What follows belongs to an exercise in optimizing a design on an open flow for small area, a short achievable clock period and few clock cycles; a production flow would make more cautious choices. RTL that was checked went through simulation tests only; none was proved equivalent to the original.

== run H ==
==> flow/design.v (excerpt) <==
module cc_pi (
    input  wire        clk,
    input  wire        rst,           
    input  wire        in_valid,
    output wire        in_ready,
    input  wire [31:0] in_e,
    input  wire [31:0] in_ff,
    input  wire [31:0] in_r,          
    input  wire [31:0] in_kp,
    input  wire [31:0] in_kit,
    input  wire [31:0] in_lo,
    input  wire [31:0] in_hi,
    input  wire [31:0] in_i0,
    output reg         out_valid,
    output wire [31:0] out_y,
    output wire [31:0] out_i,
    output reg         out_held
);
    function [31:0] flush(input [31:0] x);
        flush = (x[30:23] == 8'h00) ? {x[31], 31'd0} : x;
    endfunction
    function is_nan(input [31:0] x);
        is_nan = (x[30:23] == 8'hff) && (x[22:0] != 0);
    endfunction
    function is_fin(input [31:0] x);
        is_fin = (x[30:23] != 8'hff);
    endfunction
    function lt(input [31:0] a, input [31:0] b);
        if (is_nan(a) || is_nan(b))                  lt = 1'b0;
        else if (a[30:0] == 0 && b[30:0] == 0)       lt = 1'b0;
        else if (a[31] != b[31])                     lt = a[31];
        else if (!a[31])                             lt = a[30:0] < b[30:0];
        else                                         lt = a[30:0] > b[30:0];
    endfunction
    reg        rdy;
    reg [31:0] e, kp, ma, ff1, lo1, hi1, i01;
    reg        r1, n1;
    wire       acc_in = in_valid && rdy;
    wire       r_true = !in_r[31] && (in_r[30:23] >= 8'h7e) &&
                        !((in_r[30:23] == 8'hff) && (in_r[22:0] != 0));
    wire       nan_in = is_nan(in_e) || is_nan(in_ff);
    wire       short  = r_true || nan_in;
    always @(posedge clk) begin
        if (rdy) begin
            e   <= in_e;
            ff1 <= in_ff;
            lo1 <= in_lo;
            hi1 <= in_hi;
        end
        kp  <= in_kp;
        ma  <= vA ? kp : in_kit;
        i01 <= in_i0;
        r1  <= r_true;
        n1  <= nan_in;
    end
    reg  vA, vB, vC, vD;        
    reg  sA;                    
    reg  rD;                    
    reg  hD;                    
    reg  negD, posD, crossD;    
    reg  [31:0] m, acc, inew, st_i, y_r;
    reg  [31:0] lo2, hi2;
  ...
For scale: ~460 flip-flops, about 0.049 mm2 of cells after synthesis.
==> module fp32_add, before the edit <==
module fp32_add (
    input  wire [31:0] a,
    input  wire [31:0] b,
    output reg  [31:0] y
);
    wire        sa = a[31], sb = b[31];
    wire [7:0]  ea = a[30:23], eb = b[30:23];
    wire [22:0] fa = a[22:0],  fb = b[22:0];
    wire a_max  = (ea == 8'hff);
    wire b_max  = (eb == 8'hff);
    wire a_nan  = a_max && (fa != 0);
    wire b_nan  = b_max && (fb != 0);
    wire a_inf  = a_max && (fa == 0);
    wire b_inf  = b_max && (fb == 0);
    wire a_zero = (ea == 8'h00);
    wire b_zero = (eb == 8'h00);
    wire [8:0]  dab  = {1'b0, ea} - {1'b0, eb};
    wire [8:0]  dba  = {1'b0, eb} - {1'b0, ea};
    wire        swap = {eb, fb} > {ea, fa};
    wire        sx   = swap ? sb : sa;
    wire [7:0]  ex   = swap ? eb : ea;
    wire [7:0]  d    = swap ? dba[7:0] : dab[7:0];
    wire [23:0] mx   = swap ? {~b_zero, fb} : {~a_zero, fa};
    wire [23:0] my   = swap ? {~a_zero, fa} : {~b_zero, fb};
    wire        sub  = sa ^ sb;
    reg  [25:0] sh;
    reg         st;
    always @(*) begin
        sh = {my, 2'b00};
        st = 1'b0;
        if (d[0]) begin st = st | sh[0];      sh = {1'b0,  sh[25:1]};  end
        if (d[1]) begin st = st | (|sh[1:0]);  sh = {2'b0,  sh[25:2]};  end
        if (d[2]) begin st = st | (|sh[3:0]);  sh = {4'b0,  sh[25:4]};  end
        if (d[3]) begin st = st | (|sh[7:0]);  sh = {8'b0,  sh[25:8]};  end
        if (d[4]) begin st = st | (|sh[15:0]); sh = {16'b0, sh[25:16]}; end
        if (d[7:5] != 3'b000) begin st = |my; sh = 26'd0; end
    end
    wire [23:0] yh  = sh[25:2];
    wire [2:0]  yl  = {sh[1:0], st};
    wire        bor = sub && (yl != 3'd0);
    wire [2:0]  lo  = sub ? (3'd0 - yl) : yl;            
    wire [25:0] yx  = sub ? ~{2'b00, yh} : {2'b00, yh};
    wire        cin = sub && !bor;
    wire [25:0] v0  = {2'b00, mx} + yx;
    wire [25:0] v1  = {2'b00, mx} + yx + 26'd1;
    wire [25:0] v2  = {2'b00, mx} + yx + 26'd2;
    wire [25:0] v3  = {2'b00, mx} + yx + 26'd3;
    wire [25:0] t0  = cin ? v1 : v0;
    wire [25:0] t1  = cin ? v2 : v1;
    wire [25:0] t2  = cin ? v3 : v2;
    wire        l27 = t0[24];
    wire        l26 = !t0[24] && t0[23];
    reg  [22:0] fman;
    reg         fovf;
    reg         fup;
    always @(*) begin
        if (l27) begin
            fup  = t0[0] && ((lo != 3'd0) || t0[1]);
            fman = fup ? t2[23:1] : t0[23:1];
            fovf = fup && t2[25];
        end else if (l26) begin
            fup  = lo[2] && ((lo[1:0] != 2'd0) || t0[0]);
            fman = fup ? t1[22:0] : t0[22:0];
            fovf = fup && t1[24];
        end else begin
            fup  = lo[1] && (lo[0] || lo[2]);
            fman = !fup ? {t0[21:0], lo[2]} :
                   (lo[2] ? {t1[21:0], 1'b0} : {t0[21:0], 1'b1});
            fovf = fup && lo[2] && t1[23];
        end
    end
    wire [7:0]  ex_p2 = ex + 8'd2;
    wire [7:0]  ex_p1 = ex + 8'd1;
    wire [7:0]  ex_m1 = ex - 8'd1;
    reg  [7:0]  fexp;
    reg         finf, fflu;
    always @(*) begin
        finf = 1'b0;
        fflu = 1'b0;
        if (l27) begin
            fexp = fovf ? ex_p2 : ex_p1;
            finf = fovf ? (ex >= 8'd253) : (ex >= 8'd254);
        end else if (l26) begin
            fexp = fovf ? ex_p1 : ex;
            finf = fovf && (ex >= 8'd254);
        end else begin
            fexp = fovf ? ex : ex_m1;
            fflu = !fovf && (ex <= 8'd1);
        end
    end
    wire [24:0] xn   = {mx, 1'b0};
    wire [24:0] yn   = d[0] ? {1'b0, my} : {my, 1'b0};
    wire [24:0] dn   = xn - yn;
    reg  [4:0]  lz;
    integer k;
    always @(*) begin
        lz = 5'd25;
        for (k = 0; k <= 24; k = k + 1)
            if (dn[k]) lz = 5'd24 - k[4:0];
    end
    wire [24:0] nsh  = dn << lz;
    wire [9:0]  ne   = {2'b00, ex} - {5'd0, lz};
    wire        near = sub && (d[7:1] == 7'd0) && !(d[0] && dn[24]);
    wire [31:0] far_y  = finf ? {sx, 8'hff, 23'd0} :
                         fflu ? {sx, 31'd0} :             
                                {sx, fexp, fman};
    wire [31:0] near_y = (dn == 25'd0)       ? 32'h00000000 :      
                         ($signed(ne) <= 10'sd0) ? {sx, 31'd0} :   
                                               {sx, ne[7:0], nsh[23:1]};
    wire        spec   = a_nan || b_nan || a_inf || b_inf || (a_zero && b_zero);
    wire [31:0] spec_y = (a_nan || b_nan || (a_inf && b_inf && (sa != sb))) ? 32'h7fc00000 :
                         a_inf ? {sa, 8'hff, 23'd0} :
                         b_inf ? {sb, 8'hff, 23'd0} :
                                 {sa & sb, 31'd0};
    always @(*) begin
        if (spec)
            y = spec_y;
        else if (near)
            y = near_y;
        else
            y = far_y;
    end
endmodule
clock: 30.0 ns
lec_check: 0
abc_area: 1
cap_margin: 20
core_margin: 2
core_utilization: 40
slew_margin: 20
tns_end_percent: 0
standard.sh (not shown) runs the stock make flow with config.mk's settings and CLKGATE_MAP_FILE= SYNTH_SCRIPT=/design/flow/synth_recipe.tcl, a recipe that flattens the netlist after the stock synthesis.
==> flow/flow/run.sh <==
#!/bin/bash
# Standard layout (the standard.sh, unchanged synthesis and steps), with
# repair_timing asked to aim for a larger setup slack than the clock needs,
# so that it shortens the critical paths. Constraints are the design's.
set -euo pipefail
MARGIN=${MARGIN:-$(cat flow/margin.txt)}
bash standard.sh finish SETUP_SLACK_MARGIN=$MARGIN > flow_make.log 2>&1
==> flow/flow/margin.txt <==
20
Edits applied to the flow inputs when going from run H to run A:
--- a/flow/design.v
+++ b/flow/design.v
@@ -40,15 +40,11 @@
     wire        bor = sub && (yl != 3'd0);
     wire [2:0]  lo  = sub ? (3'd0 - yl) : yl;            
     wire [25:0] yx  = sub ? ~{2'b00, yh} : {2'b00, yh};
     wire        cin = sub && !bor;
-    wire [25:0] v0  = {2'b00, mx} + yx;
-    wire [25:0] v1  = {2'b00, mx} + yx + 26'd1;
-    wire [25:0] v2  = {2'b00, mx} + yx + 26'd2;
-    wire [25:0] v3  = {2'b00, mx} + yx + 26'd3;
-    wire [25:0] t0  = cin ? v1 : v0;
-    wire [25:0] t1  = cin ? v2 : v1;
-    wire [25:0] t2  = cin ? v3 : v2;
+    wire [25:0] t0  = {2'b00, mx} + yx + {25'd0, cin};
+    wire [25:0] t1  = {2'b00, mx} + yx + {24'd0, cin, !cin};
+    wire [25:0] t2  = {2'b00, mx} + yx + {24'd0, 1'b1, cin};
     wire        l27 = t0[24];
     wire        l26 = !t0[24] && t0[23];
     reg  [22:0] fman;
     reg         fovf;
@@ -100,26 +96,32 @@
     end
     wire [24:0] nsh  = dn << lz;
     wire [9:0]  ne   = {2'b00, ex} - {5'd0, lz};
     wire        near = sub && (d[7:1] == 7'd0) && !(d[0] && dn[24]);
-    wire [31:0] far_y  = finf ? {sx, 8'hff, 23'd0} :
-                         fflu ? {sx, 31'd0} :             
-                                {sx, fexp, fman};
-    wire [31:0] near_y = (dn == 25'd0)       ? 32'h00000000 :      
-                         ($signed(ne) <= 10'sd0) ? {sx, 31'd0} :   
-                                               {sx, ne[7:0], nsh[23:1]};
-    wire        spec   = a_nan || b_nan || a_inf || b_inf || (a_zero && b_zero);
-    wire [31:0] spec_y = (a_nan || b_nan || (a_inf && b_inf && (sa != sb))) ? 32'h7fc00000 :
-                         a_inf ? {sa, 8'hff, 23'd0} :
-                         b_inf ? {sb, 8'hff, 23'd0} :
-                                 {sa & sb, 31'd0};
     always @(*) begin
-        if (spec)
-            y = spec_y;
-        else if (near)
-            y = near_y;
-        else
-            y = far_y;
+        if (a_nan || b_nan || (a_inf && b_inf && (sa != sb)))
+            y = 32'h7fc00000;
+        else if (a_inf)
+            y = {sa, 8'hff, 23'd0};
+        else if (b_inf)
+            y = {sb, 8'hff, 23'd0};
+        else if (a_zero && b_zero)
+            y = {sa & sb, 31'd0};
+        else if (near) begin
+            if (dn == 25'd0)
+                y = 32'h00000000;                    
+            else if ($signed(ne) <= 10'sd0)
+                y = {sx, 31'd0};                     
+            else
+                y = {sx, ne[7:0], nsh[23:1]};
+        end else begin
+            if (finf)
+                y = {sx, 8'hff, 23'd0};
+            else if (fflu)
+                y = {sx, 31'd0};                     
+            else
+                y = {sx, fexp, fman};
+        end
     end
 endmodule
 module fp32_mul (
     input  wire [31:0] a,
Findings:
On number of buffers added by the clock tree synthesis step: run A sits below run H.
Launching element of the worst setup path: acc[12]$_DFF_P_ -> run A, acc[9]$_DFF_P_ -> run H
Half-perimeter wire length after placement delta for run A relative to run H: 2.6% lower
NOTE: required time at the worst-slack endpoint in run A exceeds that of run H
Run A against run H: via count fell 281, register fraction of the total cell area increased 0.70 points.
Summary of run A over run H: normalized max-slew margin lost 2.4 points; compound-gate portion of the synthesized area lost 1.8 points.
No stage failed in run A, and the final checks on the layout all came back clean.
The area added between synthesis and finish of run A is lower than that of run H.
Cmp run A and run H / buffers plus inverters on the worst setup path / lower: run A
Compared to run H, the router laid down less metal wire for run A.
Cell with the largest stage delay on the worst path = o21ai_0: run A; cell with the largest stage delay on the worst path = a21oi_1: run H
Testbench counts of run A, summed over its fixed seeds: cycles 9,352.
The RTL of run H was laid out without a check of its function.

try-juniper:
cc_pi with an RTL version that a note above also has.
Size in the first run: about 7,100 cells after synthesis, ~460 flip-flops, roughly 330 I/O pins.
==> module cc_pi, before the edit <==
module cc_pi (
    input  wire        clk,
    input  wire        rst,           
    input  wire        in_valid,
    output wire        in_ready,
    input  wire [31:0] in_e,
    input  wire [31:0] in_ff,
    input  wire [31:0] in_r,          
    input  wire [31:0] in_kp,
    input  wire [31:0] in_kit,
    input  wire [31:0] in_lo,
    input  wire [31:0] in_hi,
    input  wire [31:0] in_i0,
    output reg         out_valid,
    output wire [31:0] out_y,
    output wire [31:0] out_i,
    output reg         out_held
);
    function [31:0] flush(input [31:0] x);
        flush = (x[30:23] == 8'h00) ? {x[31], 31'd0} : x;
    endfunction
    function is_nan(input [31:0] x);
        is_nan = (x[30:23] == 8'hff) && (x[22:0] != 0);
    endfunction
    function is_fin(input [31:0] x);
        is_fin = (x[30:23] != 8'hff);
    endfunction
    function lt(input [31:0] a, input [31:0] b);
        if (is_nan(a) || is_nan(b))                  lt = 1'b0;
        else if (a[30:0] == 0 && b[30:0] == 0)       lt = 1'b0;
        else if (a[31] != b[31])                     lt = a[31];
        else if (!a[31])                             lt = a[30:0] < b[30:0];
        else                                         lt = a[30:0] > b[30:0];
    endfunction
    reg        rdy;
    reg [31:0] e, kp, ma, ff1, lo1, hi1, i01;
    reg        r1, n1;
    wire       acc_in = in_valid && rdy;
    wire       r_true = !in_r[31] && (in_r[30:23] >= 8'h7e) &&
                        !((in_r[30:23] == 8'hff) && (in_r[22:0] != 0));
    wire       nan_in = is_nan(in_e) || is_nan(in_ff);
    wire       short  = r_true || nan_in;
    always @(posedge clk) begin
        if (rdy) begin
            e   <= in_e;
            ff1 <= in_ff;
            lo1 <= in_lo;
            hi1 <= in_hi;
        end
        kp  <= in_kp;
        ma  <= vA ? kp : in_kit;
        i01 <= in_i0;
        r1  <= r_true;
        n1  <= nan_in;
    end
    reg  vA, vB, vC, vD;        
    reg  sA;                    
    reg  rD;                    
    reg  hD;                    
    reg  negD, posD, crossD;    
    reg  [31:0] m, acc, inew, st_i, y_r;
    reg  [31:0] lo2, hi2;
    wire [31:0] mr, ar;
    fp32_mul u_mul (.a(ma), .b(e), .y(mr));
    fp32_add u_add (.a(acc), .b(m), .y(ar));
    wire gt_hi = lt(hi2, ar);
    wire lt_lo = lt(ar, lo2);
    wire fin_n = is_fin(inew);
    wire live  = vD && !hD;
    wire tk_g  = rD || negD;                  
    wire tk_l  = rD || posD;                  
    wire upd_g = live && (fin_n || !tk_g);    
    wire upd_l = live && (fin_n || !tk_l);
    wire upd_e = live && fin_n;
    wire [31:0] hsel = (rD && crossD) ? lo2 : hi2;
    wire [31:0] y_g  = upd_g ? hsel : y_r;
    wire [31:0] y_l  = upd_l ? lo2 : y_r;
    wire [31:0] i_g  = (upd_g && tk_g) ? inew : st_i;
    wire [31:0] i_l  = (upd_l && tk_l) ? inew : st_i;
    wire [31:0] i_e  = upd_e ? inew : st_i;
    wire [31:0] y_nx = gt_hi ? y_g : (lt_lo ? y_l : (upd_e ? ar : y_r));
    wire [31:0] i_nx = gt_hi ? i_g : (lt_lo ? i_l : i_e);
    wire        keep = gt_hi ? !upd_g : (lt_lo ? !upd_l : !upd_e);
    always @(posedge clk) begin
        if (rst) begin
            rdy       <= 1'b1;
            vA        <= 1'b0;
            sA        <= 1'b0;
            vB        <= 1'b0;
            vC        <= 1'b0;
            vD        <= 1'b0;
            st_i      <= 32'h00000000;
            y_r       <= 32'h00000000;
            out_valid <= 1'b0;
            out_held  <= 1'b0;
        end else begin
            rdy <= !(acc_in && !short) && !vA;
            vA  <= acc_in && !short;
            sA  <= acc_in && short;
            vB  <= vA;
            vC  <= vB;
            vD  <= vC || sA;
            out_valid <= vD;
            out_held  <= keep;
            st_i      <= i_nx;
            y_r       <= y_nx;
        end
    end
    wire ld_d = vC || sA;
    always @(posedge clk) begin
        m      <= ld_d ? flush(ff1) : mr;
        acc    <= vA ? i_nx : (sA ? flush(i01) : ar);
        inew   <= sA ? flush(i01) : acc;
        rD     <= sA && r1;
        hD     <= sA && !r1;
        negD   <= e[31] && (e[30:23] != 8'h00);
        posD   <= !e[31] && (e[30:23] != 8'h00);
        crossD <= lt(flush(hi1), flush(lo1));
        lo2    <= flush(lo1);
        hi2    <= flush(hi1);
    end
    assign in_ready = rdy;
    assign out_y    = y_r;
    assign out_i    = st_i;
endmodule
export LEC_CHECK = 0
export ABC_AREA = 1
export CAP_MARGIN = 20
export CORE_MARGIN = 2
export CORE_UTILIZATION = 40
export SLEW_MARGIN = 20
create_clock -name core_clock -period 30.0 [get_ports {clk}]
Scripts as last shown in full above: flow/flow/run.sh, flow/flow/margin.txt
Testbench counts of try-juniper, summed over its fixed seeds: cycles 9,352.
#### Input delta (try-raven over try-juniper)
--- a/flow/design.v
+++ b/flow/design.v
@@ -863,17 +863,17 @@
                         !((in_r[30:23] == 8'hff) && (in_r[22:0] != 0));
     wire       nan_in = is_nan(in_e) || is_nan(in_ff);
     wire       short  = r_true || nan_in;
     always @(posedge clk) begin
         if (rdy) begin
             e   <= in_e;
+            kp  <= in_kp;
             ff1 <= in_ff;
             lo1 <= in_lo;
             hi1 <= in_hi;
         end
-        kp  <= in_kp;
         ma  <= vA ? kp : in_kit;
         i01 <= in_i0;
         r1  <= r_true;
         n1  <= nan_in;
     end
     reg  vA, vB, vC, vD;        
==> summary.txt <==
Measured against each other, try-juniper and try-raven differ in pre-CTS setup slack, the lower figure coming from try-raven.
Post-synth net total: try-raven vs try-juniper down 30
Comparing try-juniper and try-raven, the lower final clock period utilization by the worst path was measured on try-raven.
Between try-juniper and try-raven, the count of cells along the worst hold path is lower for try-raven.
try-raven reports a lower number of antenna repair diodes than try-juniper does.
Non-filler instance count after layout was higher in try-raven than in try-juniper.
Only the layout flow was run in try-raven; the RTL was not checked for function there.

port drivers added, routing unchanged:
No port has a modelled driver above. Below, the same layouts with a new extraction and two added sets of constraints. Step 1 sets driving cells, clkbuf_16 on the clock port and buf_2 on the other inputs (assumed; they add their load-dependent delay and slew). Step 2 also shifts input and output timing later by t, the mid clock arrival at the registers, as if the neighbouring blocks saw the same clock. Three values: no drivers, after step 1, after step 2; two values: the first two.
run	shift t [ns]	slack for setup (ns)	worst setup path at the end	latest minus earliest clock arrival (ns)	cell pins on the clock port's net
run H	0.719	19.343 / 19.343 / 19.343	register to register	0.050 / 0.050	1
run A	0.736	19.676 / 19.676 / 19.676	register to register	0.036 / 0.037	1
try-juniper	0.737	19.764 / 19.764 / 19.764	register to register	0.042 / 0.042	1
try-raven	0.708	20.082 / 20.082 / 20.082	register to register	0.071 / 0.071	1
After both steps every run listed still meets setup and hold.
